Source: an optimization exercise on an open RTL-to-GDS flow (aim: small area). Production flows keep margins and buffers that such runs may drop. RTL that was checked went through simulation tests only; none was proved equivalent to the original. Power and IR drop assume default switching activity.

==> trial 81: inputs <==
## tm_mon
module tm_mon (
    input  wire        clk,
    input  wire        rst_n,             
    input  wire        smp_vld,           
    input  wire [11:0] code_u,            
    input  wire [11:0] code_v,
    input  wire [11:0] code_w,
    input  wire [15:0] theta,             
    input  wire [15:0] t_cmd,             
    input  wire [15:0] t_ce,              
    input  wire        active,            
    input  wire [47:0] iha_ofs,           
    input  wire [47:0] iha_gain,          
    input  wire [15:0] psi_pm,            
    input  wire [15:0] ld,                
    input  wire [15:0] lq,                
    input  wire [15:0] lq_k,              
    input  wire [3:0]  pole_pairs,
    input  wire [15:0] w_pct,             
    input  wire [15:0] w_abs,             
    input  wire [15:0] cnt_lim,           
    output reg         res_vld,
    output wire [15:0] t_tm,              
    output wire [15:0] i_d,               
    output wire [15:0] i_q,               
    output reg         exc_over,          
    output reg         dis_over,          
    output reg  [15:0] err_cnt,
    output reg         trip               
);
clock: 25.0 ns
lec_check: 0
cap_margin: 20
core_margin: 2
core_utilization: 40
slew_margin: 20
synth_memory_max_bits: 32768
standard.sh (not shown) runs the stock make flow with config.mk's settings and CLKGATE_MAP_FILE= SYNTH_SCRIPT=/design/flow/synth_recipe.tcl, a recipe that flattens the netlist after the stock synthesis.
==> flow/flow/run.sh <==
#!/bin/bash
set -euo pipefail
export BUFFER_PORTS_ARGS="-buffer_cell sky130_fd_sc_hd__buf_1"
export CTS_ARGS="-sink_clustering_enable -repair_clock_nets -buf_list sky130_fd_sc_hd__clkbuf_16 -dont_use_dummy_load"
bash standard.sh > standard_flow.log 2>&1
==> inputs of build 15, as changes to trial 81 <==
--- a/flow/design.v
+++ b/flow/design.v
@@ -1,14 +1,14 @@
 module tm_sintab (
     input  wire [8:0]  j,
     output wire [14:0] s
 );
     reg [14:0] base;
-    reg [7:0] slope;
-    reg [3:0] res;
+    reg [7:0]  slope;
+    reg [3:0]  res;
     always @* begin
         case (j[8:3])
             6'd0: base = 15'd0;
             6'd1: base = 15'd1608;
             6'd2: base = 15'd3212;
             6'd3: base = 15'd4808;
             6'd4: base = 15'd6393;
@@ -339,26 +339,24 @@
             9'd253: res = 4'd13;
             9'd254: res = 4'd13;
             9'd255: res = 4'd10;
             9'd256: res = 4'd0;
             default: res = 4'd0;
         endcase
     end
-    wire [14:0] y1 = {11'd0, res};
-    wire [14:0] z1 = {7'd0, j[0] ? slope : 8'd0};
-    wire [14:0] s1 = base ^ y1 ^ z1;
-    wire [14:0] c1 = ((base & (y1 | z1)) | (y1 & z1)) << 1;
-    wire [14:0] y2 = c1;
-    wire [14:0] z2 = {6'd0, j[1] ? slope : 8'd0, 1'd0};
-    wire [14:0] s2 = s1 ^ y2 ^ z2;
-    wire [14:0] c2 = ((s1 & (y2 | z2)) | (y2 & z2)) << 1;
-    wire [14:0] y3 = c2;
-    wire [14:0] z3 = {5'd0, j[2] ? slope : 8'd0, 2'd0};
-    wire [14:0] s3 = s2 ^ y3 ^ z3;
-    wire [14:0] c3 = ((s2 & (y3 | z3)) | (y3 & z3)) << 1;
+    wire [14:0] p0 = {7'd0, j[0] ? slope : 8'd0};
+    wire [14:0] p1 = {6'd0, j[1] ? slope : 8'd0, 1'b0};
+    wire [14:0] p2 = {5'd0, j[2] ? slope : 8'd0, 2'b0};
+    wire [14:0] q0 = {11'd0, res};
+    wire [14:0] s1 = base ^ q0 ^ p0;
+    wire [14:0] c1 = ((base & (q0 | p0)) | (q0 & p0)) << 1;
+    wire [14:0] s2 = s1 ^ c1 ^ p1;
+    wire [14:0] c2 = ((s1 & (c1 | p1)) | (c1 & p1)) << 1;
+    wire [14:0] s3 = s2 ^ c2 ^ p2;
+    wire [14:0] c3 = ((s2 & (c2 | p2)) | (c2 & p2)) << 1;
     tm_rca #(.W(15)) u_add (.a(s3), .b(c3), .ci(1'b0), .s(s), .co());
 endmodule
 module tm_sincos (
     input  wire [9:0]  n,
     output wire [14:0] mag,
     output wire        neg
 );
@@ -394,20 +392,23 @@
     output wire [15:0] i_d,               
     output wire [15:0] i_q,               
     output reg         exc_over,          
     output reg         dis_over,          
     output reg  [15:0] err_cnt,
     output reg         trip               
 );
-    reg [35:0] s_code;                     
+    reg [11:0] s_code0, s_code1, s_code2;
     reg [9:0]  s_th;
     reg [15:0] s_tcmd, s_tce;
     reg        s_active;
     always @(posedge clk) begin
         if (smp_vld) begin
+            s_code0  <= code_u;
+            s_code1  <= code_v;
+            s_code2  <= code_w;
             s_th     <= theta[15:6];
             s_tcmd   <= t_cmd;
             s_tce    <= t_ce;
             s_active <= active;
         end
     end
     localparam [5:0] LAST = 6'd61;
@@ -418,16 +419,16 @@
         if (!rst_n)
             cnt <= 6'd0;
         else if (smp_vld)
             cnt <= 6'd1;
         else if (cnt != 6'd0)
             cnt <= (cnt == LAST) ? 6'd0 : cnt_inc;
     end
-    reg signed [24:0] acc;
-    wire       [15:0] S = s_code[15:0];    
+    reg signed [25:0] acc;
+    reg        [15:0] S;                   
     reg        [15:0] R0, Rd, Rq;          
     reg               blw;                 
     reg               wsel;                
     reg               g_cy, g_c5;          
     reg        [1:0]  g_xp;                
     assign t_tm = R0;
     assign i_d  = Rd;
@@ -524,15 +525,15 @@
             default: ;
         endcase
     end
     wire [14:0] tab;
     wire        tab_neg;
     tm_sincos u_sc (.n(s_th + (tab_cos ? 10'd256 : 10'd0)), .mag(tab), .neg(tab_neg));
     wire neg = neg_c ^ (use_tab & tab_neg) ^ (neg_iq & Rq[15]);
-    wire [11:0] g_code = (gk == 2'd0) ? s_code[11:0] : (gk == 2'd1) ? s_code[23:12] : s_code[35:24];
+    wire [11:0] g_code = (gk == 2'd0) ? s_code0 : (gk == 2'd1) ? s_code1 : s_code2;
     wire [15:0] g_ofs  = (gk == 2'd0) ? iha_ofs[15:0] : (gk == 2'd1) ? iha_ofs[31:16] : iha_ofs[47:32];
     wire [23:0] g_cx   = {{13{~g_code[11]}}, g_code[10:0]};
     wire [23:0] g_of   = {{8{g_ofs[15]}}, g_ofs};
     wire [7:0]  g_cxc  = (gj == 2'd0) ? g_cx[7:0] : (gj == 2'd1) ? g_cx[15:8] : g_cx[23:16];
     wire [7:0]  g_ofc  = (gj == 2'd0) ? g_of[7:0] : (gj == 2'd1) ? g_of[15:8] : g_of[23:16];
     wire        g_first = (gj == 2'd0);
     wire [8:0]  g_xs, g_5s;
@@ -606,28 +607,26 @@
             wire two = (bb[2*gi+2] & ~bb[2*gi+1] & ~bb[2*gi]) | (~bb[2*gi+2] & bb[2*gi+1] & bb[2*gi]);
             wire [20:0] pp = ({21{one}} & {M[19], M}) | ({21{two}} & {M, 1'b0});
             assign rs[gi] = (bb[2*gi+2] ^ neg) & (one | two);
             assign rw[gi] = (pp ^ {21{rs[gi]}}) ^ 21'h100000;
         end
     endgenerate
     wire [27:0] sum;
-    tm_macsum u_sum (.a((clr ? 26'd0 : {acc[24], acc}) ^ 26'h2000000), .r0(rw[0]), .r1(rw[1]), .r2(rw[2]),
+    tm_macsum u_sum (.a((clr ? 26'd0 : acc) ^ 26'h2000000), .r0(rw[0]), .r1(rw[1]), .r2(rw[2]),
                      .r3(rw[3]), .rs({rs[3:1], rs[0] & ~kill}), .sum(sum));
-    wire [15:0] sat_acc = (acc[24:15] == {10{acc[24]}}) ? acc[15:0]
-                                                         : (acc[24] ? 16'h8000 : 16'h7FFF);
-    wire [15:0] sat_tq  = (acc[24:8] == {17{acc[24]}}) ? {acc[8:0], S[15:9]}
-                                                         : (acc[24] ? 16'h8000 : 16'h7FFF);
+    wire [15:0] sat_acc = (acc[25:15] == {11{acc[25]}}) ? acc[15:0]
+                                                         : (acc[25] ? 16'h8000 : 16'h7FFF);
+    wire [15:0] sat_tq  = (acc[25:8] == {18{acc[25]}}) ? {acc[8:0], S[15:9]}
+                                                         : (acc[25] ? 16'h8000 : 16'h7FFF);
     wire busy = (cnt != 6'd0);
     wire sgn  = sum[27];
     always @(posedge clk) begin
-        acc <= shift ? {{5{sum[27]}}, sum[27:8]} : sum[24:0];
-        if (smp_vld)
-            s_code <= {code_w, code_v, code_u};
-        else if (shift && !gen)
-            s_code[15:0] <= {sum[7:0], S[15:8]};
+        acc <= shift ? {{6{sum[27]}}, sum[27:8]} : sum[25:0];
+        if (shift)
+            S <= {sum[7:0], S[15:8]};
         blw <= ch[7];
         if (cnt == 6'd4 || cnt == 6'd16 || cnt == 6'd30 || cnt == 6'd35 ||
             cnt == 6'd39 || cnt == 6'd42)
             R0 <= sat_acc;
         if (cnt == 6'd46)
             R0 <= sat_tq;
         if (cnt == 6'd7 || cnt == 6'd20 || cnt == 6'd28)
@@ -651,15 +650,15 @@
             err_cnt <= 16'd0;
             trip    <= 1'b0;
         end else begin
             res_vld <= (cnt == LAST);
             if (cnt == LAST) begin
                 if (!s_active)
                     err_cnt <= 16'd0;
-                else if (!(acc[16] | acc[24]))
+                else if (!(acc[16] | acc[25]))
                     err_cnt <= acc[15:0];
                 if (s_active && !sgn)
                     trip <= 1'b1;
             end
         end
     end
 endmodule
==> flow/flow/run.sh (replaced) <==
#!/bin/bash
set -euo pipefail
export BUFFER_PORTS_ARGS="-buffer_cell sky130_fd_sc_hd__buf_1"
export CTS_ARGS="-sink_clustering_enable -repair_clock_nets -buf_list sky130_fd_sc_hd__clkbuf_4 -dont_use_dummy_load"
bash standard.sh > standard_flow.log 2>&1
==> qor summary <==
|  | trial 81 | build 15 |
|---|---|---|
| Number of H-tree branching levels | 4 | 2 |
| Actual transition at the worst max-transition pin | 1.14 ns | 1.17 ns |
| Instance area after placement | 22500 um2 | 22800 um2 |
| Hold endpoint | err_cnt[0] | err_cnt[4] |
| Result of the run | no timing/DRC/antenna violations | no timing/DRC/antenna violations |
| Number of enable-type register cells in the synthesized netlist | 134 | 150 |
| Routed length on met3 | 12200 um | 11000 um |
| Number of nets in the layout | 3165 | 3150 |
| First-pass GRT wire length | 141000 um | 133000 um |
| Largest register FFs | 36 | 26 |
| Post-synth cell types | 107 | 120 |
| P_int | 1.85 mW | 1.39 mW |
| Worst Setup Slack, final | 3.10 ns | 2.54 ns |
| Logic power comb | 3.13 mW | 2.09 mW |
| Crit Reg-Reg Endpoint | acc[20] | acc[25] |
| Fraction of area in non-clock buffers | 0.0821 | 0.0788 |
| DR top layer | met5 | met4 |
| Filler instances | 5161 | 5293 |
Only the layout flow was run in trial 81; the RTL was not checked for function there.

[afterwards: timing with drivers on the ports]
The flow's constraints put no driver on any port. The routed layouts listed below were extracted and timed again, unchanged, in two steps. Step 1: set_driving_cell puts a clkbuf_16 on clk and a buf_2 on each other input, an assumption about the parent block. Step 2 also shifts input and output timing later by t, the mid clock arrival at the registers, as if the neighbouring blocks saw the same clock. a / b / c = ideal ports / drivers / drivers and shift; a / b = the first two.
run	t (ns)	setup WS [ns]	hold WS [ns]	clock arrival spread, ns	worst register clock-pin slew, ns
trial 81	0.530	3.103 / 3.130 / 2.600	0.492 / 0.492 / 0.492	0.027 / 0.026	0.08 / 0.08
build 15	0.835	2.541 / 2.565 / 1.731	0.476 / 0.476 / 0.476	0.135 / 0.135	0.08 / 0.08
After both steps setup and hold are still met in every run listed. The setup slack of build 15, which loses most, moves by +0.024 ns with the drivers and by -0.810 ns with both steps.
